From an optimization exercise on the open Yosys and OpenROAD flow, aimed at small area, a short achievable clock period and few clock cycles per item; shortcuts taken in it are not production practice. Only simulation tests tie the RTL to the original design; equivalence was not proved. Power and IR drop assume default switching activity.

`flow/standard.sh`:
```
#!/bin/bash
# synth_recipe.tcl (not shown) runs the flow's synth.tcl, then flattens the netlist and writes it again
# the make line also repeats each setting of config.mk as NAME=value (left out here)
make -C /OpenROAD-flow-scripts/flow DESIGN_CONFIG=/design/flow/config.mk WORK_HOME=/design/flow/orfs CLKGATE_MAP_FILE= SYNTH_SCRIPT=/design/flow/synth_recipe.tcl "${@:-finish}"
```
`flow/config.mk`:
```
export PLATFORM = sky130hd
export DESIGN_NAME = kg9_divider
export DESIGN_NICKNAME = kg9_divider
export VERILOG_FILES = /design/flow/design.v
export SDC_FILE = /design/flow/constraint.sdc
export NUM_CORES = 4
export LEC_CHECK = 0
export CAP_MARGIN = 20
export CORE_MARGIN = 2
export CORE_UTILIZATION = 55
export CTS_CLUSTER_DIAMETER = 100
export CTS_CLUSTER_SIZE = 30
export SETUP_SLACK_MARGIN = 4.0
export SLEW_MARGIN = 20
```
`flow/constraint.sdc`:
```
create_clock -name core_clock -period 8.0 [get_ports {clk}]
set_input_delay 1.6000 -clock core_clock [delete_from_list [all_inputs] [get_ports {clk}]]
set_output_delay 1.6000 -clock core_clock [all_outputs]
set_load 0.01 [all_outputs]
```
`flow/flow/run.sh`:
```
#!/bin/bash
# Standard layout; the port buffers are plain buf_1 cells instead of the
# delay buffers ORFS picks by default. Each tool's output goes to the logs
# that standard.sh's make writes under orfs/logs; make's own output is kept
# in standard.log.
export BUFFER_PORTS_ARGS="-buffer_cell sky130_fd_sc_hd__buf_1"
bash standard.sh > standard.log 2>&1
```
`flow/design.v`:
```
module kg9_divider (
    input  wire        clk,
    input  wire        rst,
    input  wire        start,
    input  wire        sgn,
    input  wire [63:0] a,
    input  wire [63:0] b,
    output reg         ready,
    output reg         done,
    output wire [63:0] q,
    output wire [63:0] r,
    output reg         exc
);
    reg st_idle, st_s1, st_it, st_f1;
    reg [63:0] R;       
    reg [63:0] E;       
    reg [63:0] Q;       
    reg [6:0]  na, nb;  
    reg [5:0]  cnt;     
    reg        a_neg, b_neg;
    reg        x;       
    reg        inv;     
    reg [7:0]  zg;      
    reg        first;   
    reg        ex;      
    assign q = Q;
    assign r = R;
    reg  xc;                    
    wire neg_q = ~x;
    wire fill  = ~a_neg;        
    function [6:0] bitlen(input [63:0] v);
        integer i;
        begin
            bitlen = 7'd0;
            for (i = 0; i < 64; i = i + 1)
                if (v[i]) bitlen = i + 1;
        end
    endfunction
    wire in_a_neg = sgn & a[63];
    wire in_b_neg = sgn & b[63];
    wire [7:0] dn = {1'b0, na} - {1'b0, nb};
    wire [5:0] sh = dn[5:0];            
    wire       b_zero = (nb == 7'd0);
    wire       q_zero = dn[7];
    wire       s1_exit = b_zero | q_zero;
    reg  [64:0] kg, kp, kgn, kpn;
    integer kl, kk;
    always @* begin
        kg = {R & E, xc};
        kp = {R ^ E, 1'b0};
        for (kl = 0; kl < 7; kl = kl + 1) begin
            kgn = kg; kpn = kp;
            for (kk = 0; kk < 65; kk = kk + 1)
                if (kk >= (1 << kl)) begin
                    kgn[kk] = kg[kk] | (kp[kk] & kg[kk - (1 << kl)]);
                    kpn[kk] = kp[kk] & kp[kk - (1 << kl)];
                end
            kg = kgn; kp = kpn;
        end
    end
    wire [64:0] sum = {kg[64], (R ^ E) ^ kg[63:0]};
    wire        fits = sum[64] ^ a_neg;
    wire [7:0]  sum_nz;
    genvar gi;
    generate
        for (gi = 0; gi < 8; gi = gi + 1) begin : g_nz
            assign sum_nz[gi] = |sum[8*gi+7:8*gi];
        end
    endgenerate
    wire        last_zero = (zg == 8'd0);
    reg         m1;
    wire        evp = ~first & last_zero & a_neg & ~ex;
    wire use_c = neg_q & (sum[63] ^ ~a_neg);
    reg [63:0] eal;
    integer si;
    always @* begin
        eal = E ^ {64{x}};
        for (si = 0; si < 6; si = si + 1)
            if (sh[si]) eal = (eal << (1 << si)) | ({64{x}} & ((64'd1 << (1 << si)) - 64'd1));
    end
    wire newbit = ((ex | evp) ? 1'b0 : fits) ^ inv;
    wire last   = (cnt == 6'd0);
    wire fin = (st_s1 & s1_exit) | (st_it & last & ~a_neg) | st_f1;
    always @(posedge clk) begin
        if (rst) begin
            st_idle <= 1'b1;
            ready <= 1'b1;
            st_s1 <= 1'b0; st_it <= 1'b0; st_f1 <= 1'b0;
            done <= 1'b0;
        end else begin
            done    <= fin;
            ready   <= (ready & ~start) | fin;
            st_idle <= (st_idle & ~start) | fin;
            st_s1   <= st_idle & start;
            st_it   <= (st_s1 & ~s1_exit) | (st_it & ~last);
            st_f1   <= st_it & last & a_neg;
        end
    end
    always @(posedge clk) begin
        if (st_idle) begin
            R <= a;
            E <= b;
            a_neg <= in_a_neg;
            b_neg <= in_b_neg;
            x <= ~(in_a_neg ^ in_b_neg);
            xc <= ~(in_a_neg ^ in_b_neg);
            na <= bitlen(in_a_neg ? {~a[62:0], 1'b1} : a);
            nb <= bitlen(in_b_neg ? (~b | 64'd1) : b);
        end
        if (st_s1) begin
            cnt <= sh;
            ex  <= 1'b0;
            zg  <= sum_nz;
            first <= 1'b1;
            inv <= use_c;
            exc <= b_zero;
            if (s1_exit) begin
                Q <= 64'd0;
            end else begin
                Q <= {64{use_c}};
                if (use_c) R <= sum[63:0];
                E <= eal;
            end
        end
        if (st_it) begin
            begin
                if (first) m1 <= last_zero & a_neg & ~b_neg;
                if (fits) R <= sum[63:0];
                Q <= {Q[62:1], Q[0] ^ evp, newbit};
                zg <= sum_nz;
                first <= 1'b0;
                if (evp) ex <= 1'b1;
                if (!last) begin
                    E <= {fill, E[63:1]};
                    cnt <= cnt - 6'd1;
                end
            end
        end
        if (st_f1) begin
            if (ex | evp) R <= sum[63:0];
            Q <= m1 ? {64{1'b1}} : {Q[63:1], Q[0] ^ evp};
            exc <= b_neg & Q[63];
        end
    end
endmodule
```
==> flow_metrics.env, run 1 <==
export IMPL_status="no timing/DRC/antenna violations"
export IMPL_max_clock_freq_ghz=0.2511
export IMPL_worstSetupPathType="register to register"
export IMPL_drt_pass1_iter_count=6
export IMPL_hpwl_mm=56.38
export IMPL_antenna_found_initial=1
export IMPL_critPathTopFamily="compound AO/OA/AOI/OAI gates"
export IMPL_vias=21970
export IMPL_final_cell_area_um2=24120
export IMPL_final_nets=2997
export IMPL_synth_xor_area_share_pct=5.902
export IMPL_cp_buffers_inverters=2
export IMPL_grt_pass1_vias=19970
export IMPL_synth_edf_count=92
export IMPL_synth_area_leaders="dfxtp_1 13%, edfxtp_1 13%, mux2i_1 11%"
export IMPL_grt_overflow_total=0
export IMPL_vias_per_cell=6.624
export IMPL_grt_pass1_wl_mm=115.0
export IMPL_tightestPinTransition_ps=1094
export IMPL_synth_compound_area_share_pct=22.31
export IMPL_num_fill_cells=3551
export IMPL_die_h_um=202.5
export IMPL_grt_use_total_pct=35.31
export IMPL_synth_fp_nets=2847
export IMPL_syn_to_final_growth_pct=11.35
export IMPL_skew_ps=49.85
export IMPL_crit_arrival_ps=4180
export IMPL_gp_congestion=0.9810
export IMPL_drc_errors=0
export IMPL_comb_power_share_pct=63.8
export IMPL_path_max_fanout=21
export IMPL_avgSynthCellArea_um2=8.204
export IMPL_setup_viol=0
export IMPL_layout_worst_path_cycle_share_pct=49.78
export IMPL_pwr_share_seq_pct=24.8
export IMPL_insertion_delay_ps=530
export IMPL_leakagePower_nw=9.279
export IMPL_ir_drop_uv=301.0
export IMPL_yosys_warnings=1
export IMPL_fp_dieW_um=202.5
export IMPL_hp_class="register to register"
export IMPL_yosysSeqAreaShare_pct=25.87
export IMPL_pin_count=263
export IMPL_critPathLaunchType="register"
export IMPL_yosysTopAreaCell="dfxtp_1"
export IMPL_tns_ps=0
export IMPL_internal_power_mw=3.859
export IMPL_rows=72
export IMPL_fp_coreArea_um2=38740
export IMPL_crit_chain="inv_1, buf_8, fa_2, nor2b_2, o31a_1, o21ai_4, a2111oi_4, or2_1, a21oi_2, nand2_1, a311o_1, a21oi_1, xor2_1, nand4_1"
export IMPL_max_slew_margin_pct=26.56
export IMPL_drt_initial_drc_count=2414
export IMPL_grt_max_degree=111
export IMPL_antennaDiodeCount=0
export IMPL_synth_mux_area_fraction_pct=18.76
export IMPL_synth_seq_cells=234
export IMPL_start_util_pct=55.93
export IMPL_worst_ep_required_time_ps=8200
export IMPL_synth_fa_ha_area_share_pct=4.343
export IMPL_cts_clk_slew_worst_paths_ps=120
export IMPL_synth_ff_type="dfxtp_1"
export IMPL_crit_slowest_cell="edfxtp_1"
export IMPL_hold_viol=0
export IMPL_root_buffer="clkbuf_16"
export IMPL_synthArstFlopShare_pct=0
export IMPL_final_max_slew_violation_count=0
export IMPL_swShare_pct=49.01
export IMPL_netlist_instances=2641
export IMPL_synth_cell_type_count=89
export IMPL_ant_nets=0
export IMPL_finalCriticalPeriod_ps=3982
export IMPL_synth_top_cell_area_share_pct=13.12
export IMPL_synth_top_family_by_area="compound AO/OA/AOI/OAI gates"
export IMPL_power_density_nw_per_um2=313.7
export IMPL_h_tree_depth=1
export IMPL_wl_per_cell_um=23.11
export IMPL_drive_gt1_share_pct=9.218
export IMPL_totalWireLength_mm=76.65
export IMPL_rsz0062_at_grt="yes"
export IMPL_cts_sinks=234
export IMPL_yosys_area_share_simple_pct=17.91
export IMPL_slowest_delay_ps=450
export IMPL_io_buffer_count=262
export IMPL_placed_area_um2=22830
export IMPL_clockPowerShare_pct=11.4
export IMPL_end_kind="register"
export IMPL_synth_area_um2=21670
export IMPL_p_switching_mw=3.709
export IMPL_dieArea_um2=41000
export IMPL_numCtsBuffers=14
export IMPL_maxCapViolCount=0
export IMPL_tritoncts="built"
export IMPL_clk_path_buf_depth=3
export IMPL_cts_hold_buf=0
## cells by family after synthesis
kind of cell    count (synthesis)
flops                         234
mux                           328
simple gates                  849
xor+xnor                      146
fa+ha+maj                      74
buf+inv                       247
compound gates                763
## path summary, 6_finish.rpt
kind                from     end  slack, ps  depth (start not counted)
setup reg to reg       x   zg[6]       4020                         14
hold / removal    cnt[0]  cnt[0]        440                          1
setup / recovery       x   zg[6]       4020                         14
hold reg to reg   cnt[0]  cnt[0]        440                          1
## layout make-up
| type | count | area [um^2] | share of cell area [%] |
|---|---|---|---|
| multi-input cells | 2161 | 15450 | 64.06 |
| flip-flops and latches | 234 | 5620 | 23.30 |
| repair buffers | 317 | 1653 | 6.851 |
| well taps | 518 | 648.1 | 2.687 |
| clock buffers | 17 | 382.9 | 1.587 |
| inverters | 63 | 257.7 | 1.068 |
| clock inverters | 7 | 107.6 | 0.4460 |
## routing by layer
layer | global-route usage (%) | routed length, um | vias to the layer above
met2 | 55.91 | 34360 | 1128
li1 | - | - | 10130
met1 | 50.32 | 32720 | 10540
met4 | 11.81 | 3095 | 0
met3 | 3.933 | 6472 | 176
met5 | 0 | 0 | -
## through the flow
| step | cells | utilization (%) | power, mW | hold WS (ps) | setup slack (ps) |
|---|---|---|---|---|---|
| 4_1_cts | 3301 | 61.15 | 7.271 | 443.2 | 3957 |
| 3_5_place_dp | 3263 | 58.94 | 6.303 | 430.6 | 2886 |
| 2_1_floorplan | 2641 | - | 5.077 | 406.1 | 3914 |
| 6_report | 3317 | 62.28 | 7.568 | 444.5 | 4018 |
| 3_3_place_gp | 3263 | 58.94 | 6.255 | 418.3 | 2922 |
| 5_1_grt | 3317 | 62.28 | 7.978 | 477.6 | 3975 |
## state kept, by name, indices dropped and copies added (netlist names), 6 cells and up
signal,cells
E,64
Q,64
R,64
cnt,6
na,7
nb,7
zg,8
## synthesized netlist by cell type, drive strengths merged (60+ instances only)
cell type / n
inv: 63
nand2: 331
xnor2: 110
nor2: 194
nor3: 63
o21ai: 148
ha: 72
mux2i: 243
dfxtp: 142
mux4: 60
edfxtp: 92
a21oi: 260
clkbuf: 138
nand3: 67
## worst reg2reg max path: cells and delay by family (launching register included)
family / cells / cell delay [ps]
AOI/OAI and AO/OA: 6 / 1510
xor gates and xnor gates: 1 / 250
adders and majority gates: 1 / 290
buffers and inverters: 2 / 360
DFF: 1 / 450
and+or+nand+nor: 4 / 790
## power groups by stage
stage | logic (mW) | registers [mW] | clock network, mW
floorplan | 3.34 | 1.74 | 0
global placement | 4.38 | 1.87 | 0
detailed placement | 4.42 | 1.88 | 0
CTS | 4.55 | 1.85 | 0.873
global route | 5.17 | 1.90 | 0.911
finish | 4.83 | 1.88 | 0.864
## what timing repair did
action                                  CTS  global route
setup buffers                            12            12
endpoints found under the setup margin  182           171
gates resized for setup                  43            70
pin swaps                                 8             7
gates cloned                              2             4
## cells in the final DEF, fill, tap and decap left out, types with 22 or more instances in the layout
master and count:
inv_1 60, xor2_1 32, dfxtp_1 132, edfxtp_1 92
o21ai_0 105, buf_1 261, a221oi_1 23, mux2_2 23
nor2b_1 25, a211oi_1 55, a21oi_1 251, o21ai_1 37
and3_1 35, ha_1 65, a21o_1 54, nand2_1 329
nand3_1 67, o31ai_1 22, mux2i_1 238, mux4_2 60
a31oi_1 36, xnor2_1 101, nand4_1 32, nor3_1 60
buf_4 34, nor2_1 191
Testbench counts, summed over its fixed seeds: cycles 56,892, ops 3,200.
==> inputs of run 2 (changes only) <==
--- a/flow/config.mk
+++ b/flow/config.mk
@@ -8,5 +8,5 @@
 export CAP_MARGIN = 20
 export CORE_MARGIN = 2
-export CORE_UTILIZATION = 55
+export CORE_UTILIZATION = 40
 export CTS_CLUSTER_DIAMETER = 100
 export CTS_CLUSTER_SIZE = 30
==> run 2 against run 1 <==
Effect of this change:
- clock-buffer cell count unchanged
- routed wire length up 6.5%
- via count down 0.90%
- core utilization down 17 points
- clock power up 11%
- register-to-register slack better by 30 ps
- sequential power about the same
- final cell count up 5.6%
- still clean on timing, DRC and antenna
- synthesized cell count unchanged
- die area up 37%
- hold slack worse by 3.9 ps
- sequential cell count unchanged
==> flow_metrics.env, run 2 <==
export IMPL_status="no timing/DRC/antenna violations"
export IMPL_crit_slowest_cell="dfxtp_1"
export IMPL_hpwl_mm=59.85
export IMPL_crit_arrival_ps=4390
export IMPL_max_slew_margin_pct=33.79
export IMPL_hp_class="register to register"
export IMPL_ant_nets=0
export IMPL_drt_pass1_iter_count=6
export IMPL_numCtsBuffers=16
export IMPL_drt_initial_drc_count=2061
export IMPL_synth_top_cell_area_share_pct=13.12
export IMPL_yosysSeqAreaShare_pct=25.87
export IMPL_finalCriticalPeriod_ps=3951
export IMPL_skew_ps=44.65
export IMPL_slowest_delay_ps=620
export IMPL_cts_clk_slew_worst_paths_ps=110
export IMPL_grt_max_degree=100
export IMPL_num_fill_cells=5289
export IMPL_grt_pass1_wl_mm=120.7
export IMPL_synth_area_um2=21670
export IMPL_grt_overflow_total=0
export IMPL_rows=85
export IMPL_drive_gt1_share_pct=9.840
export IMPL_reg_top3="E: 64 flops, Q: 64 flops, R: 64 flops"
export IMPL_final_common_cell="nand2_1"
export IMPL_tns_ps=0
export IMPL_max_clock_freq_ghz=0.2531
export IMPL_pin_count=263
export IMPL_layout_common_cells="329 x nand2_1, 261 x buf_1, 250 x a21oi_1, 238 x mux2i_1, 192 x nor2_1"
export IMPL_synth_area_leaders="dfxtp_1 13%, edfxtp_1 13%, mux2i_1 11%"
export IMPL_syn_to_final_growth_pct=12.96
export IMPL_fp_coreArea_um2=53710
export IMPL_yosys_warnings=1
export IMPL_gp_congestion=0.9539
export IMPL_power_density_nw_per_um2=314.9
export IMPL_fp_dieW_um=236.7
export IMPL_path_max_fanout=11
export IMPL_critPathLaunchType="register"
export IMPL_ir_drop_uv=157.6
export IMPL_seq_area_um2=5633
export IMPL_tritoncts="built"
export IMPL_final_nets=3001
export IMPL_synth_ff_type="dfxtp_1"
export IMPL_synth_cell_type_count=89
export IMPL_avgSynthCellArea_um2=8.204
export IMPL_crit_chain="ha_1, a21oi_1, o21ai_0, and3_1, nor3_2, a211oi_2, o21a_4, o21ai_4, o31ai_4, xnor2_4, o221ai_4, buf_4, buf_12, mux2_1"
export IMPL_worst_ep_required_time_ps=8440
export IMPL_synth_fp_nets=2847
export IMPL_layout_worst_path_cycle_share_pct=49.39
export IMPL_netlist_instances=2641
export IMPL_synth_most_common_cell="nand2_1"
export IMPL_multi_input_area_um2=15530
export IMPL_hold_viol=0
export IMPL_netlist_top_cells_count="331 x nand2_1, 260 x a21oi_1, 243 x mux2i_1, 194 x nor2_1, 142 x dfxtp_1"
export IMPL_synth_edf_count=92
export IMPL_die_h_um=236.7
export IMPL_root_buffer="clkbuf_16"
export IMPL_grt_pass1_vias=20110
export IMPL_h_tree_depth=1
export IMPL_antenna_found_initial=2
export IMPL_yosysTopAreaCell="dfxtp_1"
export IMPL_insertion_delay_ps=560
export IMPL_leakagePower_nw=9.322
export IMPL_start_util_pct=40.34
export IMPL_cts_sinks=234
export IMPL_vias=21780
export IMPL_totalPowerFinal_mw=7.706
export IMPL_synth_seq_cells=234
export IMPL_synthArstFlopShare_pct=0
export IMPL_rsz0062_at_grt="yes"
export IMPL_end_kind="register"
export IMPL_totalWireLength_mm=81.61
export IMPL_worstSetupPathType="register to register"
export IMPL_tightestPinTransition_ps=993.1
export IMPL_clk_path_buf_depth=3
export IMPL_vias_per_cell=6.216
export IMPL_io_buffer_count=262
export IMPL_cts_hold_buf=0
export IMPL_drc_errors=0
export IMPL_dieArea_um2=56040
export IMPL_maxCapViolCount=0
export IMPL_final_max_slew_violation_count=0
export IMPL_setup_viol=0
export IMPL_r2r_slack_ps=4050
export IMPL_wl_per_cell_um=23.30
export IMPL_grt_use_total_pct=27.25
-- run 2: cell count changes in the layout (fill, tap and decap cells not counted), moves of 3 or more --
cell      delta
clkinv_8     -4
inv_8        +4
dfxtp_1     -10
buf_6        -3
dfxtp_2     +10
buf_4        +4
-- run 2: repair_timing --
action / CTS / global route
gates cloned: 1 / 7
gates resized for setup: 35 / 82
setup buffers: 6 / 19
pin swaps: 3 / 8
setup endpoints to repair: 197 / 186
-- run 2: logic make-up after synthesis --
kind of cell / Yosys count / share of synthesized area, %
buf+inv: 247 / 4.903
flops: 234 / 25.87
fa+ha+maj: 74 / 4.343
xor+xnor: 146 / 5.902
simple gates: 849 / 17.91
compound gates: 763 / 22.31
mux: 328 / 18.76
-- run 2: routing by layer --
metal,GRT usage [%],wire (um),up-vias
li1,-,-,10170
met2,42.78,36860,950
met1,39.02,36240,10540
met4,7.729,2202,0
met5,0,0,-
met3,3.730,6303,115
-- run 2: worst max-delay path, delay by kind of cell (launching register included) --
family,cells,cell delay (ps)
adders and majority gates,1,370
AOI/OAI and AO/OA,7,1370
buffers and inverters,2,330
xor gates and xnor gates,1,190
and+or+nand+nor,2,640
muxes,1,320
DFF,1,620
-- run 2: layout make-up --
| type | count | area share (%) |
|---|---|---|
| tap | 696 | 3.558 |
| multi-input combinational | 2163 | 63.47 |
| clock buffer | 17 | 1.738 |
| sequential | 234 | 23.02 |
| timing repair buffer | 316 | 6.477 |
| antenna | 2 | 0.02045 |
| clock inverter | 11 | 0.5828 |
| inverter | 63 | 1.094 |
| timing repair inverter | 1 | 0.04601 |
-- run 2: metrics by stage --
| step | util, % | cell area, um^2 | setup slack (ps) | cells | hold WS, ps |
|---|---|---|---|---|---|
| 2_1_floorplan | - | 21670 | 3914 | 2641 | 406.1 |
| 3_3_place_gp | 42.93 | 23060 | 2817 | 3440 | 418.0 |
| 3_5_place_dp | 42.94 | 23060 | 2725 | 3440 | 429.8 |
| 4_1_cts | 44.43 | 23860 | 3843 | 3475 | 448.1 |
| 5_1_grt | 45.56 | 24470 | 3892 | 3502 | 476.8 |
| 6_report | 45.57 | 24470 | 4049 | 3503 | 440.6 |
-- run 2: final timing paths --
| path | startpoint | endpoint | cells past startpoint |
|---|---|---|---|
| hold reg to reg | cnt[0] | cnt[0] | 1 |
| hold / removal | cnt[0] | cnt[0] | 1 |
| setup reg to reg | E[21] | R[59] | 14 |
| setup / recovery | E[21] | R[59] | 14 |
-- run 2: report_power, final --
part           internal [mW]  switching (mW)  total, mW
sequential              1.49           0.385       1.88
clock                  0.425           0.535      0.960
combinational           1.96            2.92       4.87
total                   3.87            3.84       7.71
==> inputs of run 3 (changes only) <==
--- a/flow/config.mk
+++ b/flow/config.mk
@@ -9,6 +9,4 @@
 export CORE_MARGIN = 2
 export CORE_UTILIZATION = 40
-export CTS_CLUSTER_DIAMETER = 100
-export CTS_CLUSTER_SIZE = 30
 export SETUP_SLACK_MARGIN = 4.0
 export SLEW_MARGIN = 20
==> run 3 against run 2 <==
Effect of this change:
- hold slack lost 6.8 ps
- final cell count rose by 0.63%
- sequential share of layout area is 0.43 points lower
==> flow_metrics.env, run 3 <==
export IMPL_status="no timing/DRC/antenna violations"
export IMPL_gp_congestion=0.9539
export IMPL_slowest_delay_ps=830
export IMPL_critPathTopFamily="compound AO/OA/AOI/OAI gates"
export IMPL_critPathLaunchType="register"
export IMPL_ant_nets=0
export IMPL_drive_gt1_share_pct=10.29
export IMPL_grt_max_degree=100
export IMPL_max_slew_margin_pct=33.89
export IMPL_grt_overflow_total=0
export IMPL_pre_cts_slack_ps=2725
export IMPL_drt_pass1_iter_count=6
export IMPL_rsz0062_at_grt="yes"
export IMPL_syn_to_final_growth_pct=15.11
export IMPL_cts_hold_buf=0
export IMPL_skew_ps=38.33
export IMPL_cts_clk_slew_worst_paths_ps=60
export IMPL_root_buffer="clkbuf_16"
export IMPL_cp_buffers_inverters=3
export IMPL_swShare_pct=47.85
export IMPL_tns_ps=0
export IMPL_end_kind="register"
export IMPL_final_cell_area_um2=24940
export IMPL_crit_slowest_cell="fa_4"
export IMPL_totalPowerFinal_mw=8.164
export IMPL_grt_pass1_vias=20280
export IMPL_worst_ep_required_time_ps=8450
export IMPL_io_buffer_count=262
export IMPL_worstSetupPathType="register to register"
export IMPL_wl_per_cell_um=23.46
export IMPL_synth_cell_type_count=89
export IMPL_ir_drop_uv=201.2
export IMPL_insertion_delay_ps=610
export IMPL_fp_coreArea_um2=53710
export IMPL_fp_dieW_um=236.7
export IMPL_yosysSeqAreaShare_pct=25.87
export IMPL_yosysTopAreaCell="dfxtp_1"
export IMPL_placed_area_um2=23060
export IMPL_layout_common_cells="329 x nand2_1, 261 x buf_1, 251 x a21oi_1, 239 x mux2i_1, 192 x nor2_1"
export IMPL_rows=85
export IMPL_grt_use_total_pct=27.42
export IMPL_reg_top3="E: 64 flops, Q: 64 flops, R: 64 flops"
export IMPL_yosys_warnings=1
export IMPL_netlist_top_cells_count="331 x nand2_1, 260 x a21oi_1, 243 x mux2i_1, 194 x nor2_1, 142 x dfxtp_1"
export IMPL_leakagePower_nw=9.528
export IMPL_final_common_cell="nand2_1"
export IMPL_avgSynthCellArea_um2=8.204
export IMPL_drt_initial_drc_count=2107
export IMPL_finalCriticalPeriod_ps=3972
export IMPL_synth_fp_nets=2847
export IMPL_p_switching_mw=3.906
export IMPL_final_nets=3009
export IMPL_vias=22030
export IMPL_final_max_slew_violation_count=0
export IMPL_clockPowerShare_pct=17.0
export IMPL_synth_top_cell_area_share_pct=13.12
export IMPL_crit_arrival_ps=4420
export IMPL_drc_errors=0
export IMPL_power_density_nw_per_um2=327.4
export IMPL_hp_class="register to register"
export IMPL_totalWireLength_mm=82.71
export IMPL_start_util_pct=40.34
export IMPL_hpwl_mm=59.85
export IMPL_die_h_um=236.7
export IMPL_num_fill_cells=5251
export IMPL_layout_setup_ws_ps=4028
export IMPL_layout_worst_path_cycle_share_pct=49.64
export IMPL_hold_slack_ps=433.8
export IMPL_maxCapViolCount=0
export IMPL_max_clock_freq_ghz=0.2518
export IMPL_synth_ff_type="dfxtp_1"
export IMPL_internal_power_mw=4.258
export IMPL_dieArea_um2=56040
export IMPL_crit_chain="buf_4, ha_4, inv_2, fa_4, buf_12, mux2_2, a22oi_1, xnor2_2, nand2_1, o21ai_2, mux2i_2, a21oi_2, a211oi_1, o31ai_1"
export IMPL_grt_pass1_wl_mm=121.4
export IMPL_h_tree_depth=1
export IMPL_netlist_instances=2641
export IMPL_clk_path_buf_depth=3
export IMPL_pin_count=263
export IMPL_tightestPinTransition_ps=991.6
export IMPL_cts_sinks=234
export IMPL_numCtsBuffers=30
export IMPL_synth_area_um2=21670
export IMPL_vias_per_cell=6.250
export IMPL_path_max_fanout=13
export IMPL_setup_viol=0
export IMPL_hold_viol=0
export IMPL_synth_area_leaders="dfxtp_1 13%, edfxtp_1 13%, mux2i_1 11%"
export IMPL_synth_edf_count=92
export IMPL_pwr_share_seq_pct=23.0
export IMPL_tritoncts="built"
export IMPL_antenna_found_initial=2
export IMPL_synthArstFlopShare_pct=0
export IMPL_synth_most_common_cell="nand2_1"
export IMPL_synth_seq_cells=234
export IMPL_comb_power_share_pct=60.1
run 3: cell counts after synthesis:
Identical to the previous run, type by type.
run 3: worst reg2reg max path, stage by stage, from the launching register on:
cell	delay [ps]
edfxtp_1	320
buf_4	160
ha_4	150
inv_2	40
fa_4	830
buf_12	160
mux2_2	350
a22oi_1	390
xnor2_2	170
nand2_1	110
o21ai_2	90
mux2i_2	350
a21oi_2	170
a211oi_1	410
o31ai_1	140
run 3: timing repair:
action | 4_1_cts | 5_1_grt
pin swaps | 3 | 10
setup buffers | 6 | 11
setup endpoints to repair | 196 | 184
gates cloned | 1 | 9
hold endpoints to repair | 0 | 0
gates resized for setup | 35 | 77
run 3: power by group through the flow:
| stage | registers [mW] | logic [mW] | clock network, mW |
|---|---|---|---|
| after floorplan | 1.74 | 3.34 | 0 |
| after global placement | 1.86 | 4.46 | 0 |
| after detailed placement | 1.88 | 4.50 | 0 |
| after CTS | 1.85 | 4.60 | 1.41 |
| after global routing | 1.90 | 5.27 | 1.46 |
| final | 1.87 | 4.91 | 1.38 |
run 3: cell families after synthesis:
logic type,after synthesis,synth area share [%]
buffers and inverters,247,4.903
DFF,234,25.87
and+or+nand+nor,849,17.91
xor gates and xnor gates,146,5.902
muxes,328,18.76
AOI/OAI and AO/OA,763,22.31
adders and majority gates,74,4.343
run 3: metrics by stage:
step | cells | util (%)
3_3_place_gp | 3440 | 42.93
2_1_floorplan | 2641 | -
5_1_grt | 3524 | 46.43
6_report | 3525 | 46.43
4_1_cts | 3503 | 45.28
3_5_place_dp | 3440 | 42.94
run 3: final timing paths:
kind	start	to	slack, ps	cells after the start
max	nb[0]	E[46]	4030	14
min	cnt[0]	cnt[0]	430	1
max reg2reg	nb[0]	E[46]	4030	14
min reg2reg	cnt[0]	cnt[0]	430	1
run 3: cell type report:
cell class / count / area [um^2] / area share (%)
multi-input cells: 2162 / 15510 / 62.18
flip-flops and latches: 234 / 5633 / 22.59
repair buffers: 311 / 1628 / 6.527
well taps: 696 / 870.8 / 3.492
clock buffers: 39 / 855.8 / 3.432
inverters: 63 / 267.8 / 1.074
clock inverters: 17 / 160.2 / 0.6422
repair inverters: 1 / 11.26 / 0.04515
diodes: 2 / 5.005 / 0.02007
run 3: per-layer routing:
layer | up-vias | part of all wire (%) | global-route usage (%)
li1 | 10200 | - | -
met1 | 10710 | 44 | 38.95
met2 | 959 | 45 | 42.74
met3 | 162 | 8.0 | 4.173
met4 | 0 | 3.5 | 8.592
met5 | - | 0 | 0
==> inputs of run 4 (changes only) <==
--- a/flow/config.mk
+++ b/flow/config.mk
@@ -8,5 +8,7 @@
 export CAP_MARGIN = 20
 export CORE_MARGIN = 2
-export CORE_UTILIZATION = 40
-export SETUP_SLACK_MARGIN = 4.0
+export CORE_UTILIZATION = 55
+export CTS_CLUSTER_DIAMETER = 80
+export CTS_CLUSTER_SIZE = 20
+export SETUP_SLACK_MARGIN = 4.25
 export SLEW_MARGIN = 20
==> run 4 against run 3 <==
Effect of this change:
- still clean
- critical path depth increased by 1
- sequential share of layout area decreased by 1.0 points
- synthesized cell count unchanged
- clock skew decreased by 13 ps
- maximum frequency increased by 1.5%
- routed wire length increased by 0.78%
- area after synthesis unchanged
- final cell count decreased by 3.3%
- first-iteration DRC count increased by 26%
- sequential cell count unchanged
- power increased by 3.5%
- hold slack improved by 13 ps
- largest cell class unchanged
- largest power group unchanged
==> flow_metrics.env, run 4 <==
export IMPL_synth_area_um2=21670
export IMPL_crit_chain="ha_4, inv_2, fa_4, buf_6, buf_12, buf_8, mux4_2, xnor2_2, mux2i_1, nand2_1, and3_4, a311o_1, a21oi_2, a21oi_2, o21ai_1"
export IMPL_synth_ff_type="dfxtp_1"
export IMPL_grt_overflow_total=0
export IMPL_start_util_pct=55.93
export IMPL_worstSetupPathType="register to register"
export IMPL_critPathLaunchType="register"
export IMPL_layout_setup_ws_ps=4087
export IMPL_end_kind="register"
export IMPL_max_clock_freq_ghz=0.2555
export IMPL_skew_ps=25.50
export IMPL_io_buffer_count=262
export IMPL_synthArstFlopShare_pct=0
export IMPL_rows=72
export IMPL_clk_path_buf_depth=3
export IMPL_yosysTopAreaCell="dfxtp_1"
export IMPL_drive_gt1_share_pct=17.42
export IMPL_insertion_delay_ps=560
export IMPL_rsz0062_at_grt="yes"
export IMPL_hpwl_mm=55.91
export IMPL_cts_hold_buf=0
export IMPL_fp_coreArea_um2=38740
export IMPL_ant_nets=0
export IMPL_crit_arrival_ps=4390
export IMPL_antenna_found_initial=1
export IMPL_crit_slowest_cell="fa_4"
export IMPL_pre_cts_slack_ps=2079
export IMPL_vias_per_cell=6.709
export IMPL_synth_most_common_cell="nand2_1"
export IMPL_layout_worst_path_cycle_share_pct=48.92
export IMPL_setup_viol=0
export IMPL_gp_congestion=0.9595
export IMPL_cts_sinks=234
export IMPL_netlist_instances=2641
export IMPL_ir_drop_uv=220.0
export IMPL_layout_common_cells="326 x nand2_1, 257 x buf_1, 233 x mux2i_1, 201 x a21oi_1, 191 x nor2_1"
export IMPL_totalWireLength_mm=83.35
export IMPL_num_fill_cells=3236
export IMPL_synth_seq_cells=234
export IMPL_wl_per_cell_um=24.46
export IMPL_maxCapViolCount=0
export IMPL_grt_max_degree=105
export IMPL_drt_pass1_iter_count=6
export IMPL_drc_errors=0
export IMPL_final_max_slew_violation_count=0
export IMPL_grt_pass1_vias=21140
export IMPL_synth_fp_nets=2847
export IMPL_final_nets=3081
export IMPL_pin_count=263
export IMPL_reg_top3="E: 64 flops, Q: 64 flops, R: 64 flops"
export IMPL_synth_cell_type_count=89
export IMPL_synth_area_leaders="dfxtp_1 13%, edfxtp_1 13%, mux2i_1 11%"
export IMPL_power_density_nw_per_um2=321.8
export IMPL_avgSynthCellArea_um2=8.204
export IMPL_leakagePower_nw=10.05
export IMPL_root_buffer="clkbuf_16"
export IMPL_finalCriticalPeriod_ps=3914
export IMPL_yosysSeqAreaShare_pct=25.87
export IMPL_cpMostUsedCell="a21oi_2"
export IMPL_numCtsBuffers=19
export IMPL_final_common_cell="nand2_1"
export IMPL_max_slew_margin_pct=24.69
export IMPL_grt_pass1_wl_mm=124.1
export IMPL_tritoncts="built"
export IMPL_syn_to_final_growth_pct=21.23
export IMPL_slowest_delay_ps=840
export IMPL_fp_dieW_um=202.5
export IMPL_tightestPinTransition_ps=1130
export IMPL_cp_buffers_inverters=4
export IMPL_dieArea_um2=41000
export IMPL_synth_edf_count=92
export IMPL_worst_ep_required_time_ps=8480
export IMPL_hold_viol=0
export IMPL_yosys_warnings=1
export IMPL_cts_clk_slew_worst_paths_ps=90
export IMPL_h_tree_depth=1
export IMPL_synth_top_cell_area_share_pct=13.12
export IMPL_vias=22860
export IMPL_drt_initial_drc_count=2647
export IMPL_path_max_fanout=5
export IMPL_totalPowerFinal_mw=8.453
export IMPL_grt_use_total_pct=38.46
export IMPL_hp_class="register to register"
export IMPL_tns_ps=0
export IMPL_netlist_top_cells_count="331 x nand2_1, 260 x a21oi_1, 243 x mux2i_1, 194 x nor2_1, 142 x dfxtp_1"
export IMPL_die_h_um=202.5
export IMPL_status="no timing/DRC/antenna violations"
export IMPL_critPathTopFamily="adder cells"
==> run 4: cell counts after synthesis <==
Identical to the previous run, type by type.
==> run 4: timing repair <==
item                                    in CTS  in global routing
buffers inserted                            57                 27
endpoints found under the setup margin     211                200
gates resized for setup                    203                147
cloned                                      17                  7
hold endpoints to repair                     0                  0
pin swaps                                   45                 41
==> run 4: per-layer routing <==
| metal | vias up | GRT usage, % | wire length (um) | part of all wire, % |
|---|---|---|---|---|
| li1 | 10360 | - | - | - |
| met5 | - | 0 | 0 | 0 |
| met1 | 10950 | 52.23 | 33860 | 41 |
| met2 | 1340 | 61.01 | 37410 | 45 |
| met3 | 218 | 6.902 | 8376 | 10 |
| met4 | 0 | 14.91 | 3703 | 4.4 |
==> run 4: logic make-up after synthesis <==
kind of cell             count (synthesis)  synth area share, %
AO/OA/AOI/OAI                          763                22.31
XOR/XNOR                               146                5.902
adder cells (fa/ha/maj)                 74                4.343
buffers and inverters                  247                4.903
flip-flops                             234                25.87
multiplexers                           328                18.76
AND/OR/NAND/NOR                        849                17.91
==> run 4: final timing paths <==
path              startpoint  slack (ps)  endpoint  depth (start not counted)
setup reg to reg       nb[0]        4090     E[51]                         15
hold / removal        cnt[0]         450    cnt[0]                          1
hold reg to reg       cnt[0]         450    cnt[0]                          1
setup / recovery       nb[0]        4090     E[51]                         15
==> run 4: power breakdown <==
| part | internal [mW] | total (mW) | leakage, nW | switching [mW] |
|---|---|---|---|---|
| Clock | 0.466 | 1.01 | 0.301 | 0.541 |
| Sequential | 1.50 | 1.92 | 2.07 | 0.418 |
| Combinational | 2.39 | 5.53 | 7.68 | 3.14 |
==> run 4: area by class of cell <==
| cell class | count | area (um^2) | share of cell area, % |
|---|---|---|---|
| clock inverters | 11 | 121.4 | 0.4621 |
| repair inverters | 1 | 11.26 | 0.04287 |
| well taps | 518 | 648.1 | 2.468 |
| repair buffers | 394 | 2769 | 10.54 |
| flip-flops and latches | 234 | 5664 | 21.57 |
| multi-input cells | 2162 | 16290 | 62.00 |
| inverters | 63 | 272.8 | 1.038 |
| diodes | 1 | 2.502 | 0.009527 |
| clock buffers | 23 | 490.5 | 1.867 |
==> run 4: metrics by stage <==
stage	util [%]	hold slack, ps	instance area [um^2]	cells
final	67.80	446.9	26270	3407
after global routing	67.80	465.2	26260	3406
after CTS	65.33	442.1	25310	3372
after detailed placement	58.99	426.4	22850	3264
after global placement	58.99	419.5	22850	3264
after floorplan	-	406.1	21690	2641
==> inputs of run 5 (changes only) <==
--- a/flow/config.mk
+++ b/flow/config.mk
@@ -11,4 +11,4 @@
 export CTS_CLUSTER_DIAMETER = 80
 export CTS_CLUSTER_SIZE = 20
-export SETUP_SLACK_MARGIN = 4.25
+export SETUP_SLACK_MARGIN = 3.8
 export SLEW_MARGIN = 20
==> run 5 against run 4 <==
Effect of this change:
- still clean on timing, DRC and antenna
- clock skew increased by 1.8 ps
- final cell count decreased by 2.7%
- routed wire length decreased by 9.3%
- core utilization decreased by 6.0 points
- sequential share of layout area increased by 1.9 points
- via count decreased by 4.8%
- synthesized cell count unchanged
- die area unchanged
- clock-buffer cell count increased by 3
- non-clock buffer count decreased by 90
- worst setup slack got worse by 290 ps
- critical path type unchanged
==> flow_metrics.env, run 5 <==
export IMPL_yosys_warnings=1
export IMPL_leakagePower_nw=9.266
export IMPL_vias=21760
export IMPL_setup_viol=0
export IMPL_critPathTopFamily="compound AO/OA/AOI/OAI gates"
export IMPL_critPathLaunch="E[19]"
export IMPL_num_fill_cells=3551
export IMPL_synth_ff_type="dfxtp_1"
export IMPL_synth_seq_cells=234
export IMPL_reg2reg_from="E[19]"
export IMPL_netlist_instances=2641
export IMPL_final_cell_area_um2=23940
export IMPL_pin_count=263
export IMPL_synth_area_um2=21670
export IMPL_drive_gt1_share_pct=7.794
export IMPL_yosysTopAreaCell="dfxtp_1"
export IMPL_skew_ps=27.33
export IMPL_dieArea_um2=41000
export IMPL_pre_cts_slack_ps=2645
export IMPL_worst_ep_required_time_ps=8280
export IMPL_power_density_nw_per_um2=318.7
export IMPL_crit_slowest_cell="dfxtp_1"
export IMPL_insertion_delay_ps=550
export IMPL_max_clock_freq_ghz=0.2379
export IMPL_tritoncts="built"
export IMPL_finalCriticalPeriod_ps=4203
export IMPL_hold_slack_ps=449.0
export IMPL_syn_to_final_growth_pct=10.48
export IMPL_gp_congestion=0.9895
export IMPL_pwr_share_seq_pct=24.6
export IMPL_clockPowerShare_pct=13.9
export IMPL_layout_worst_path_cycle_share_pct=52.54
export IMPL_tns_ps=0
export IMPL_p_switching_mw=3.721
export IMPL_synth_cell_type_count=89
export IMPL_swShare_pct=48.77
export IMPL_tightestPinTransition_ps=981.9
export IMPL_rsz0062_at_grt="yes"
export IMPL_status="no timing/DRC/antenna violations"
export IMPL_antenna_found_initial=0
export IMPL_crit_chain="ha_1, a21oi_1, o21ai_0, and3_1, nor3_1, a211oi_1, o31ai_2, o21ai_1, a2111o_1, nand4_1, and3_1, nand4_1"
export IMPL_synth_top_family_by_area="compound AO/OA/AOI/OAI gates"
export IMPL_synth_xor_area_share_pct=5.902
export IMPL_ir_drop_uv=182.5
export IMPL_totalWireLength_mm=75.63
export IMPL_worstSetupPathType="register to register"
export IMPL_grt_max_degree=111
export IMPL_hp_start="cnt[0]"
export IMPL_grt_pass1_wl_mm=114.3
export IMPL_maxCapViolCount=0
export IMPL_synthArstFlopShare_pct=0
export IMPL_critPathLaunchType="register"
export IMPL_end_kind="register"
export IMPL_slowest_delay_ps=640
export IMPL_yosysSeqAreaShare_pct=25.87
export IMPL_synth_top_cell_area_share_pct=13.12
export IMPL_final_cells=3316
export IMPL_rows=72
export IMPL_fin_util_pct=61.79
export IMPL_avgSynthCellArea_um2=8.204
export IMPL_placed_cells=3265
export IMPL_h_tree_depth=1
export IMPL_final_common_cell="nand2_1"
export IMPL_fp_dieW_um=202.5
export IMPL_synth_fa_ha_area_share_pct=4.343
export IMPL_wl_per_cell_um=22.81
export IMPL_layout_setup_ws_ps=3797
export IMPL_synth_most_common_cell="nand2_1"
export IMPL_final_max_slew_violation_count=0
export IMPL_ant_nets=0
export IMPL_hold_viol=0
export IMPL_numCtsBuffers=20
export IMPL_drt_pass1_iter_count=6
export IMPL_yosys_area_share_simple_pct=17.91
export IMPL_synth_compound_area_share_pct=22.31
export IMPL_vias_per_cell=6.561
export IMPL_final_nets=2989
export IMPL_fp_coreArea_um2=38740
export IMPL_synth_fp_nets=2847
export IMPL_root_buffer="clkbuf_16"
export IMPL_synth_edf_count=92
export IMPL_max_slew_margin_pct=34.54
export IMPL_synth_mux_area_fraction_pct=18.76
export IMPL_cts_hold_buf=0
export IMPL_path_max_fanout=7
export IMPL_totalPowerFinal_mw=7.629
export IMPL_grt_use_total_pct=35.20
export IMPL_hp_class="register to register"
export IMPL_hpwl_mm=56.12
export IMPL_cts_sinks=234
export IMPL_reg_top3="E: 64 flops, Q: 64 flops, R: 64 flops"
export IMPL_layout_common_cells="329 x nand2_1, 261 x buf_1, 256 x a21oi_1, 243 x mux2i_1, 193 x nor2_1"
export IMPL_crit_arrival_ps=4480
export IMPL_netlist_top_cells_count="331 x nand2_1, 260 x a21oi_1, 243 x mux2i_1, 194 x nor2_1, 142 x dfxtp_1"
export IMPL_internal_power_mw=3.908
export IMPL_synth_area_leaders="dfxtp_1 13%, edfxtp_1 13%, mux2i_1 11%"
export IMPL_cp_buffers_inverters=0
export IMPL_start_util_pct=55.93
export IMPL_grt_pass1_vias=19820
export IMPL_cts_clk_slew_worst_paths_ps=90
export IMPL_comb_power_share_pct=61.5
export IMPL_clk_path_buf_depth=3
export IMPL_drt_initial_drc_count=2386
export IMPL_io_buffer_count=262
export IMPL_grt_overflow_total=0
export IMPL_die_h_um=202.5
export IMPL_drc_errors=0
export IMPL_placed_area_um2=22850
[run 5: cells by family after synthesis]
group	count (synthesis)
flops	234
compound gates	763
mux	328
simple gates	849
fa+ha+maj	74
buf+inv	247
xor+xnor	146
[run 5: timing repair]
item	in CTS	in global routing
resized for setup	21	30
gates cloned	0	2
pin swaps	1	4
setup endpoints to repair	171	154
buffers inserted	5	6
[run 5: area by class of cell]
| class | count | area [um^2] | share of cell area, % |
|---|---|---|---|
| Clock inverter | 10 | 107.6 | 0.4496 |
| Inverter | 63 | 244.0 | 1.019 |
| Timing Repair Buffer | 304 | 1469 | 6.137 |
| Antenna cell | 1 | 2.502 | 0.01045 |
| Sequential cell | 234 | 5615 | 23.46 |
| Multi-Input combinational cell | 2160 | 15270 | 63.81 |
| Tap cell | 518 | 648.1 | 2.708 |
| Clock buffer | 26 | 575.6 | 2.405 |
[run 5: worst register-to-register path: cells and delay by family, from the launching register on]
family	cells	cell delay (ps)
and+or+nand+nor	5	1120
adders and majority gates	1	390
AOI/OAI and AO/OA	6	1780
DFF	1	640
[run 5: final timing paths]
check	endpoint	slack, ps	cells past startpoint
worst max-delay path	zg[7]	3800	12
worst min-delay path	cnt[0]	450	1
worst max register to register	zg[7]	3800	12
worst min register to register	cnt[0]	450	1
[run 5: metal layers]
metal | share of wire [%] | GRT usage [%]
met3 | 8.7 | 4.799
met4 | 3.3 | 10.69
met2 | 44 | 54.86
met5 | 0 | 0
met1 | 44 | 50.78
[run 5: power by group through the flow]
stage / Clock, mW / Sequential, mW / Combinational, mW
after floorplan: 0 / 1.74 / 3.34
after global placement: 0 / 1.87 / 4.41
after detailed placement: 0 / 1.88 / 4.45
after CTS: 1.07 / 1.85 / 4.53
after global routing: 1.11 / 1.89 / 5.07
final: 1.06 / 1.88 / 4.69
==> inputs of run 6 (changes only) <==
--- a/flow/config.mk
+++ b/flow/config.mk
@@ -6,4 +6,5 @@
 export NUM_CORES = 4
 export LEC_CHECK = 0
+export ABC_AREA = 1
 export CAP_MARGIN = 20
 export CORE_MARGIN = 2
@@ -11,4 +12,4 @@
 export CTS_CLUSTER_DIAMETER = 80
 export CTS_CLUSTER_SIZE = 20
-export SETUP_SLACK_MARGIN = 3.8
+export SETUP_SLACK_MARGIN = 4.0
 export SLEW_MARGIN = 20
==> run 6 against run 5 <==
Effect of this change:
- non-clock buffer count up 125
- final area up 6.9%
- routed wire length up 9.1%
- worst setup slack worse by 1000 ps
- critical path type unchanged
- critical endpoint is now R[53]
==> flow_metrics.env, run 6 <==
export IMPL_synth_area_leaders="nand2_1 15%, dfxtp_1 14%, edfxtp_1 13%"
export IMPL_die_h_um=199.2
export IMPL_maxCapViolCount=0
export IMPL_synth_ff_type="dfxtp_1"
export IMPL_insertion_delay_ps=530
export IMPL_rows=71
export IMPL_synth_seq_cells=234
export IMPL_cp_buffers_inverters=6
export IMPL_worstSetupPathDepth=46
export IMPL_placed_cells=3812
export IMPL_wl_per_cell_um=20.62
export IMPL_drive_gt1_share_pct=14.81
export IMPL_rsz0062_at_grt="yes"
export IMPL_fp_coreArea_um2=37580
export IMPL_reg_top3="E: 64 flops, Q: 64 flops, R: 64 flops"
export IMPL_antennaDiodeCount=0
export IMPL_multi_input_area_um2=14520
export IMPL_synthArstFlopShare_pct=0
export IMPL_end_kind="register"
export IMPL_final_nets=3686
export IMPL_pre_cts_slack_ps=1608
export IMPL_dieArea_um2=39700
export IMPL_hp_class="register to register"
export IMPL_worst_ep_required_time_ps=8450
export IMPL_start_util_pct=55.79
export IMPL_drt_pass1_iter_count=9
export IMPL_critPathLaunchType="register"
export IMPL_whs_path_depth=2
export IMPL_final_max_slew_violation_count=0
export IMPL_synth_top_cell_area_share_pct=14.59
export IMPL_finalCriticalPeriod_ps=5227
export IMPL_cts_sinks=234
export IMPL_seq_area_um2=5630
export IMPL_reg2reg_depth=46
export IMPL_yosysTopAreaCell="nand2_1"
export IMPL_status="no timing/DRC/antenna violations"
export IMPL_max_slew_margin_pct=19.76
export IMPL_layout_worst_path_cycle_share_pct=65.34
export IMPL_h_tree_depth=1
export IMPL_synth_fp_nets=3413
export IMPL_tritoncts="built"
export IMPL_totalWireLength_mm=82.51
export IMPL_gp_congestion=1.003
export IMPL_ant_nets=0
export IMPL_io_buffer_count=262
export IMPL_tightestPinTransition_ps=1204
export IMPL_slowest_delay_ps=440
export IMPL_layout_setup_ws_ps=2773
export IMPL_netlist_top_cells_count="815 x nand2_1, 444 x o21ai_0, 287 x inv_1, 267 x nor2_1, 240 x a21oi_1"
export IMPL_antenna_found_initial=4
export IMPL_syn_to_final_growth_pct=22.08
export IMPL_ir_drop_uv=198.5
export IMPL_grt_pass1_wl_mm=117.5
export IMPL_setup_viol=0
export IMPL_synth_edf_count=92
export IMPL_clk_path_buf_depth=3
export IMPL_drt_initial_drc_count=2906
export IMPL_placed_area_um2=22380
export IMPL_grt_pass1_vias=21330
export IMPL_yosysSeqAreaShare_pct=26.74
export IMPL_vias=24080
export IMPL_avgSynthCellArea_um2=6.537
export IMPL_grt_max_degree=93
export IMPL_final_cells=4001
export IMPL_layout_common_cells="791 x nand2_1, 407 x o21ai_0, 285 x inv_1, 258 x buf_1, 253 x nor2_1"
export IMPL_vias_per_cell=6.018
export IMPL_crit_arrival_ps=5680
export IMPL_leakagePower_nw=11.05
export IMPL_crit_slowest_cell="edfxtp_1"
export IMPL_path_max_fanout=6
export IMPL_grt_overflow_total=0
export IMPL_num_fill_cells=3397
export IMPL_fp_dieW_um=199.2
export IMPL_pin_count=263
export IMPL_fin_util_pct=68.11
export IMPL_cpMostUsedCell="nand2_2"
export IMPL_drc_errors=0
export IMPL_synth_area_um2=20970
export IMPL_cts_clk_slew_worst_paths_ps=80
export IMPL_worstSetupPathType="register to register"
export IMPL_yosys_warnings=1
export IMPL_numCtsBuffers=17
export IMPL_final_common_cell="nand2_1"
export IMPL_max_clock_freq_ghz=0.1913
export IMPL_skew_ps=26.66
export IMPL_power_density_nw_per_um2=311.2
export IMPL_root_buffer="clkbuf_16"
export IMPL_synth_most_common_cell="nand2_1"
export IMPL_synth_cell_type_count=57
export IMPL_hold_viol=0
export IMPL_hpwl_mm=55.17
export IMPL_final_cell_area_um2=25590
export IMPL_critPathTopFamily="simple AND/OR/NAND/NOR gates"
export IMPL_netlist_instances=3207
export IMPL_tns_ps=0
export IMPL_grt_use_total_pct=38.15
## run 6: final cells by class
class                      count  share of cell area (%)
inverter                     297                   4.522
clock buffer                  23                   1.750
timing repair buffer         429                   11.43
sequential                   234                   22.00
clock inverter                 6                  0.2249
multi-input combinational   2489                   56.75
timing repair inverter        12                  0.8262
tap                          511                   2.498
## run 6: report_power, final
part           internal, mW  switching, mW  leakage, nW
sequential             1.49          0.347         2.07
clock                 0.408          0.476        0.243
combinational          1.98           3.26         8.74
## run 6: worst reg2reg max path, delay by kind of cell, from the launching register on
family	cells	cell delay (ps)
AND/OR/NAND/NOR	26	1990
buffers and inverters	6	730
AO/OA/AOI/OAI	12	1570
flip-flops	1	440
adder cells (fa/ha/maj)	1	200
XOR/XNOR	1	220
## run 6: metrics by stage
stage                     power (mW)  hold WS, ps
after floorplan                4.766        450.4
after global placement         5.863        452.8
after detailed placement       5.915        472.5
after CTS                      7.322        490.8
after global routing           8.452        534.0
final                          7.964        490.2
## run 6: worst paths after layout
check	to	startpoint	slack (ps)
min reg2reg	ready	ready	490
min	ready	ready	490
max reg2reg	R[53]	x	2770
max	R[53]	x	2770
## run 6: logic make-up (layout without fill, tap and decap cells)
family	Yosys count	count (layout)	share of synthesized area (%)
and+or+nand+nor	1230	1237	23.45
xor gates and xnor gates	195	195	8.146
AOI/OAI and AO/OA	958	958	26.76
adders and majority gates	74	74	4.488
buffers and inverters	491	767	9.221
muxes	25	25	1.194
DFF	234	234	26.74
## run 6: routing by layer
metal	share of wire, %	GRT usage (%)
met1	40	52.14
met2	44	60.18
met3	11	6.515
met4	5.5	14.48
met5	0.063	0
## run 6: repair_timing
item | in CTS | in global routing
hold buffers | 0 | 0
pin swaps | 64 | 51
setup buffers | 101 | 33
setup endpoints to repair | 187 | 177
gates cloned | 13 | 13
resized for setup | 122 | 166
==> inputs of run 7 (changes only) <==
--- a/flow/config.mk
+++ b/flow/config.mk
@@ -6,5 +6,4 @@
 export NUM_CORES = 4
 export LEC_CHECK = 0
-export ABC_AREA = 1
 export CAP_MARGIN = 20
 export CORE_MARGIN = 2
==> run 7 against run 6 <==
Effect of this change:
- core utilization shrank 5.4 points
- register-to-register slack gained 1300 ps
- synthesized cell count shrank 18%
- critical path type unchanged
- worst setup slack gained 1300 ps
- largest cell class unchanged
- clock skew grew 10 ps
- highest routed layer is now met4
- clock power grew 27%
- sequential cell count is the same
- first-iteration DRC count shrank 24%
- power shrank 2.4%
- final cell count shrank 17%
==> flow_metrics.env, run 7 <==
export IMPL_final_max_slew_violation_count=0
export IMPL_numCtsBuffers=20
export IMPL_finalCriticalPeriod_ps=3975
export IMPL_vias_per_cell=6.602
export IMPL_ir_drop_uv=239.7
export IMPL_critPathLaunchType="register"
export IMPL_drt_initial_drc_count=2203
export IMPL_num_fill_cells=3521
export IMPL_rsz0062_at_grt="no"
export IMPL_antennaDiodeCount=0
export IMPL_final_common_cell="nand2_1"
export IMPL_worst_ep_required_time_ps=8470
export IMPL_setup_viol=0
export IMPL_clk_path_buf_depth=3
export IMPL_grt_pass1_wl_mm=115.4
export IMPL_synth_fp_nets=2847
export IMPL_syn_to_final_growth_pct=12.20
export IMPL_final_nets=3000
export IMPL_max_clock_freq_ghz=0.2516
export IMPL_synth_edf_count=92
export IMPL_pin_count=263
export IMPL_grt_use_total_pct=35.48
export IMPL_yosysSeqAreaShare_pct=25.87
export IMPL_status="no timing/DRC/antenna violations"
export IMPL_ant_nets=0
export IMPL_reg2reg_from="nb[1]"
export IMPL_root_buffer="clkbuf_16"
export IMPL_timing_rr_end="E[54]"
export IMPL_wl_per_cell_um=23.02
export IMPL_gp_congestion=0.9810
export IMPL_grt_max_degree=111
export IMPL_netlist_top_cells_count="331 x nand2_1, 260 x a21oi_1, 243 x mux2i_1, 194 x nor2_1, 142 x dfxtp_1"
export IMPL_drc_errors=0
export IMPL_crit_arrival_ps=4440
export IMPL_hpwl_mm=56.38
export IMPL_final_cell_area_um2=24310
export IMPL_reg2reg_depth=13
export IMPL_start_util_pct=55.93
export IMPL_yosys_warnings=1
export IMPL_power_density_nw_per_um2=319.8
export IMPL_die_h_um=202.5
export IMPL_worstSetupPathType="register to register"
export IMPL_fp_dieW_um=202.5
export IMPL_tritoncts="built"
export IMPL_totalPowerFinal_mw=7.774
export IMPL_synth_area_leaders="dfxtp_1 13%, edfxtp_1 13%, mux2i_1 11%"
export IMPL_layout_common_cells="329 x nand2_1, 261 x buf_1, 255 x a21oi_1, 238 x mux2i_1, 191 x nor2_1"
export IMPL_hold_slack_ps=442.7
export IMPL_tns_ps=0
export IMPL_synth_area_um2=21670
export IMPL_synth_cell_type_count=89
export IMPL_cts_sinks=234
export IMPL_synth_most_common_cell="nand2_1"
export IMPL_fp_coreArea_um2=38740
export IMPL_netlist_instances=2641
export IMPL_r2r_slack_ps=4020
export IMPL_reg_top3="E: 64 flops, Q: 64 flops, R: 64 flops"
export IMPL_synth_ff_type="dfxtp_1"
export IMPL_end_kind="register"
export IMPL_hp_start="cnt[0]"
export IMPL_tightestPinTransition_ps=1093
export IMPL_synth_top_cell_area_share_pct=13.12
export IMPL_totalWireLength_mm=76.57
export IMPL_dieArea_um2=41000
export IMPL_whs_path_depth=1
export IMPL_antenna_found_initial=0
export IMPL_leakagePower_nw=9.364
export IMPL_avgSynthCellArea_um2=8.204
export IMPL_grt_overflow_total=0
export IMPL_vias=21960
export IMPL_cts_clk_slew_worst_paths_ps=80
export IMPL_rows=72
export IMPL_skew_ps=36.65
export IMPL_synthArstFlopShare_pct=0
export IMPL_hold_viol=0
export IMPL_drt_pass1_iter_count=5
export IMPL_synth_seq_cells=234
export IMPL_layout_worst_path_cycle_share_pct=49.69
export IMPL_grt_pass1_vias=20020
export IMPL_io_buffer_count=262
export IMPL_placed_area_um2=22830
export IMPL_whs_endpoint="cnt[0]"
export IMPL_hp_class="register to register"
export IMPL_yosysTopAreaCell="dfxtp_1"
export IMPL_path_max_fanout=16
export IMPL_insertion_delay_ps=560
export IMPL_drive_gt1_share_pct=9.366
export IMPL_max_slew_margin_pct=26.64
export IMPL_maxCapViolCount=0
export IMPL_h_tree_depth=1
## run 7: logic make-up (layout without fill, tap and decap cells)
logic type / after synthesis / count (layout) / synth area share, %
adders and majority gates: 74 / 74 / 4.343
and+or+nand+nor: 849 / 849 / 17.91
xor gates and xnor gates: 146 / 147 / 5.902
muxes: 328 / 328 / 18.76
AOI/OAI and AO/OA: 763 / 763 / 22.31
buffers and inverters: 247 / 413 / 4.903
DFF: 234 / 234 / 25.87
## run 7: worst max-delay path, stage by stage, from the launching register on
cell and delay (ps):
edfxtp_1 480, inv_1 130, fa_4 870, buf_4 150, buf_8 170, mux4_2 320, xnor2_1 160, mux2i_1 260
mux2i_1 200, o21ai_0 530, nand2_1 110, a21oi_1 270, a21oi_1 80, o21ai_1 150
## run 7: power by group
part | leakage, nW | switching [mW] | internal (mW)
sequential | 2.07 | 0.393 | 1.49
combinational | 6.95 | 2.82 | 1.96
clock | 0.350 | 0.529 | 0.588
## run 7: metrics by stage
stage               setup slack, ps  util (%)  std cells
floorplan                      3914         -       2641
global placement               2922     58.94       3263
detailed placement             2886     58.94       3263
CTS                            3933     61.77       3317
global route                   3981     62.76       3326
finish                         4025     62.76       3326
## run 7: metal layers
metal | share of wire (%) | track usage (%) | vias to the layer above
li1 | - | - | 10160
met2 | 45 | 56.02 | 1066
met4 | 3.8 | 12.12 | 0
met3 | 8.6 | 4.045 | 188
met5 | 0 | 0 | -
met1 | 43 | 50.53 | 10550
## run 7: how the worst max path moves through the flow
stage / start / to / slack [ps]
floorplan: sgn / nb[0] / 3910
CTS: sgn / nb[0] / 3930
global route: nb[2] / R[30] / 3980
global placement: b[63] / nb[0] / 2920
detailed placement: x / R[3] / 2890
finish: nb[1] / E[54] / 4020
## run 7: timing repair
action	4_1_cts	5_1_grt
pin swaps	8	9
buffers inserted	15	6
hold buffers	0	0
setup endpoints to repair	181	170
gates cloned	3	3
resized for setup	35	69
hold endpoints to repair	0	0
## run 7: final cells by class
class                      instances  area [um^2]  share of cell area, %
timing repair buffer             314         1624                  6.681
clock inverter                    11        170.2                 0.7000
clock buffer                      25        561.8                  2.311
multi-input combinational       2161        15420                  63.43
tap                              518        648.1                  2.666
sequential                       234         5628                  23.15
inverter                          63        257.7                  1.060
==> inputs of run 8 (changes only) <==
--- a/flow/config.mk
+++ b/flow/config.mk
@@ -6,9 +6,9 @@
 export NUM_CORES = 4
 export LEC_CHECK = 0
-export CAP_MARGIN = 20
+export CAP_MARGIN = 10
 export CORE_MARGIN = 2
 export CORE_UTILIZATION = 55
-export CTS_CLUSTER_DIAMETER = 80
-export CTS_CLUSTER_SIZE = 20
+export CTS_CLUSTER_DIAMETER = 90
+export CTS_CLUSTER_SIZE = 26
 export SETUP_SLACK_MARGIN = 4.0
-export SLEW_MARGIN = 20
+export SLEW_MARGIN = 10
==> run 8 against run 7 <==
Effect of this change:
- clock power is 16% lower
- via count is 0.79% lower
- critical path depth is 1 higher
- combinational power is 0.8% lower
- routed wire length is 1.1% lower
- non-clock buffer count is 9 lower
- clock-buffer cell count is 5 lower
- worst setup slack better by 7.7 ps
- maximum frequency is 0.19% higher
- final area is 1.3% lower
- die area stayed put
==> flow_metrics.env, run 8 <==
export IMPL_fp_coreArea_um2=38740
export IMPL_reg2reg_from="x"
export IMPL_yosysTopAreaCell="dfxtp_1"
export IMPL_yosys_warnings=1
export IMPL_wl_per_cell_um=22.88
export IMPL_wl_met1_mm=32.12
export IMPL_tightestPinTransition_ps=1075
export IMPL_numCtsBuffers=16
export IMPL_hp_class="register to register"
export IMPL_antenna_found_initial=0
export IMPL_vias_per_cell=6.584
export IMPL_drt_initial_drc_count=2415
export IMPL_h_tree_depth=1
export IMPL_max_clock_freq_ghz=0.2521
export IMPL_clockPowerShare_pct=12.4
export IMPL_pre_cts_slack_ps=2886
export IMPL_cts_clk_slew_worst_paths_ps=110
export IMPL_synth_fp_nets=2847
export IMPL_maxCapViolCount=0
export IMPL_gp_congestion=0.9810
export IMPL_io_buffer_count=262
export IMPL_critPathLaunch="x"
export IMPL_root_buffer="clkbuf_16"
export IMPL_syn_to_final_growth_pct=10.77
export IMPL_internal_power_mw=3.841
export IMPL_grt_pass1_wl_mm=114.7
export IMPL_avgSynthCellArea_um2=8.204
export IMPL_synth_cell_type_count=89
export IMPL_wl_met2_mm=33.93
export IMPL_power_density_nw_per_um2=314.6
export IMPL_drt_pass1_iter_count=6
export IMPL_grt_use_total_pct=35.21
export IMPL_synthArstFlopShare_pct=0
export IMPL_top_layer="met4"
export IMPL_cts_sinks=234
export IMPL_ant_nets=0
export IMPL_synth_area_um2=21670
export IMPL_dieArea_um2=41000
export IMPL_synth_ff_type="dfxtp_1"
export IMPL_tritoncts="built"
export IMPL_clk_path_buf_depth=3
export IMPL_swShare_pct=49.12
export IMPL_setup_viol=0
export IMPL_reg2reg_depth=14
export IMPL_p_switching_mw=3.708
export IMPL_crit_arrival_ps=4210
export IMPL_finalCriticalPeriod_ps=3967
export IMPL_start_util_pct=55.93
export IMPL_synth_area_leaders="dfxtp_1 13%, edfxtp_1 13%, mux2i_1 11%"
export IMPL_layout_common_cells="329 x nand2_1, 261 x buf_1, 253 x a21oi_1, 238 x mux2i_1, 191 x nor2_1"
export IMPL_reg_top3="E: 64 flops, Q: 64 flops, R: 64 flops"
export IMPL_hp_start="cnt[0]"
export IMPL_totalWireLength_mm=75.71
export IMPL_netlist_instances=2641
export IMPL_die_h_um=202.5
export IMPL_critPathLaunchType="register"
export IMPL_insertion_delay_ps=540
export IMPL_layout_setup_ws_ps=4033
export IMPL_grt_overflow_total=0
export IMPL_grt_pass1_vias=19990
export IMPL_hold_viol=0
export IMPL_hold_slack_ps=449.3
export IMPL_ir_drop_uv=260.2
export IMPL_final_max_slew_violation_count=0
export IMPL_final_common_cell="nand2_1"
export IMPL_leakagePower_nw=9.219
export IMPL_end_kind="register"
export IMPL_antennaDiodeCount=0
export IMPL_fp_dieW_um=202.5
export IMPL_final_nets=2987
export IMPL_max_slew_margin_pct=28.34
export IMPL_yosysSeqAreaShare_pct=25.87
export IMPL_tns_ps=0
export IMPL_netlist_top_cells_count="331 x nand2_1, 260 x a21oi_1, 243 x mux2i_1, 194 x nor2_1, 142 x dfxtp_1"
export IMPL_cts_hold_buf=0
export IMPL_rsz0062_at_grt="yes"
export IMPL_met3_wirelength_mm=6.634
export IMPL_whs_path_depth=1
export IMPL_worstSetupPathType="register to register"
export IMPL_num_fill_cells=3554
export IMPL_drive_gt1_share_pct=8.707
export IMPL_grt_max_degree=111
export IMPL_synth_most_common_cell="nand2_1"
export IMPL_worst_ep_required_time_ps=8240
export IMPL_rows=72
export IMPL_seq_area_um2=5622
export IMPL_comb_power_share_pct=62.7
export IMPL_vias=21790
export IMPL_synth_top_cell_area_share_pct=13.12
export IMPL_pin_count=263
export IMPL_skew_ps=21.11
export IMPL_synth_edf_count=92
export IMPL_synth_seq_cells=234
export IMPL_pwr_share_seq_pct=24.9
export IMPL_status="no timing/DRC/antenna violations"
export IMPL_drc_errors=0
export IMPL_layout_worst_path_cycle_share_pct=49.59
export IMPL_multi_input_area_um2=15410
export IMPL_path_max_fanout=21
export IMPL_hpwl_mm=56.38
run 8: cell counts after synthesis:
Identical to the previous run, type by type.
run 8: final timing paths:
check | endpoint | slack (ps)
min | cnt[0] | 450
max reg2reg | zg[6] | 4030
min reg2reg | cnt[0] | 450
max | zg[6] | 4030
run 8: final cells by class:
class	instances	share of cell area, %
clock buffers	20	1.820
clock inverters	8	0.4849
inverters	63	1.074
multi-input cells	2161	64.23
flip-flops and latches	234	23.42
well taps	518	2.701
repair buffers	305	6.267
run 8: cells by family after synthesis:
kind of cell / Yosys count / share of synthesized area, %
AND/OR/NAND/NOR: 849 / 17.91
AO/OA/AOI/OAI: 763 / 22.31
multiplexers: 328 / 18.76
buffers and inverters: 247 / 4.903
flip-flops: 234 / 25.87
XOR/XNOR: 146 / 5.902
adder cells (fa/ha/maj): 74 / 4.343
run 8: power groups by stage:
stage               combinational (mW)  clock (mW)  sequential, mW
floorplan                         3.34           0            1.74
global placement                  4.38           0            1.87
detailed placement                4.42           0            1.88
CTS                               4.53       0.953            1.85
global route                      5.09       0.992            1.90
finish                            4.73       0.940            1.88
run 8: per-stage QoR:
stage               cells  cell area [um^2]  power, mW  utilization, %
finish               3309             24000      7.549           61.95
global route         3309             24000      7.983           61.95
CTS                  3303             23670      7.334           61.11
detailed placement   3263             22830      6.303           58.94
global placement     3263             22830      6.255           58.94
floorplan            2641             21670      5.077               -
run 8: worst max-delay path, stage by stage (launching register included):
cell	delay (ps)
edfxtp_1	450
inv_1	100
buf_6	260
fa_2	290
nor2b_2	60
o31a_1	320
o21ai_4	250
a2111oi_4	150
or2_1	340
a21oi_2	230
nand2_1	170
a311o_1	390
a21oi_1	190
xor2_1	240
nand4_1	220
run 8: what timing repair did:
action,in CTS,in global routing
pin swaps,6,8
endpoints found under the hold margin,0,0
gates resized for setup,36,64
setup buffers,11,4
cloned,1,2
setup endpoints to repair,182,180
run 8: layer usage:
layer	vias to the layer above	track usage, %
met5	-	0
li1	10120	-
met4	0	12.93
met2	1058	55.37
met1	10450	50.15
met3	164	3.772

port drivers added, routing unchanged:
The flow's constraints put no driver on any port. The routed layouts listed below were extracted and timed again, unchanged, in two steps.
Step 1 assumes that a clkbuf_16 drives the clock port and a buf_2 every other input.
Step 2 times the ports against the registers' clock, not the clock port: input delays grow and output delays shrink by t, the midpoint of the rising clock arrivals with the driver on.
Slacks: ideal ports / drivers / drivers and shift; pairs: ideal ports / drivers.
| run | shift t [ns] | slack for setup (ns) | slew at the worst register clock pin (ns) | cell pins on the clock port's net |
|---|---|---|---|---|
| run 1 | 0.564 | 4.018 / 4.018 / 3.624 | 0.12 / 0.12 | 1 |
| run 2 | 0.593 | 4.049 / 4.049 / 3.540 | 0.12 / 0.12 | 1 |
| run 3 | 0.656 | 4.028 / 4.028 / 3.513 | 0.07 / 0.07 | 1 |
| run 4 | 0.597 | 4.087 / 4.087 / 3.735 | 0.10 / 0.10 | 1 |
| run 5 | 0.599 | 3.797 / 3.797 / 3.362 | 0.09 / 0.09 | 1 |
| run 6 | 0.576 | 2.773 / 2.773 / 2.336 | 0.10 / 0.10 | 1 |
| run 7 | 0.595 | 4.025 / 4.025 / 3.623 | 0.09 / 0.09 | 1 |
| run 8 | 0.579 | 4.033 / 4.033 / 3.656 | 0.11 / 0.11 | 1 |
After both steps setup and hold are still met in every run listed. For run 3, which loses most, drivers alone change the setup slack by 0.000 ns; drivers and shift together by -0.515 ns.
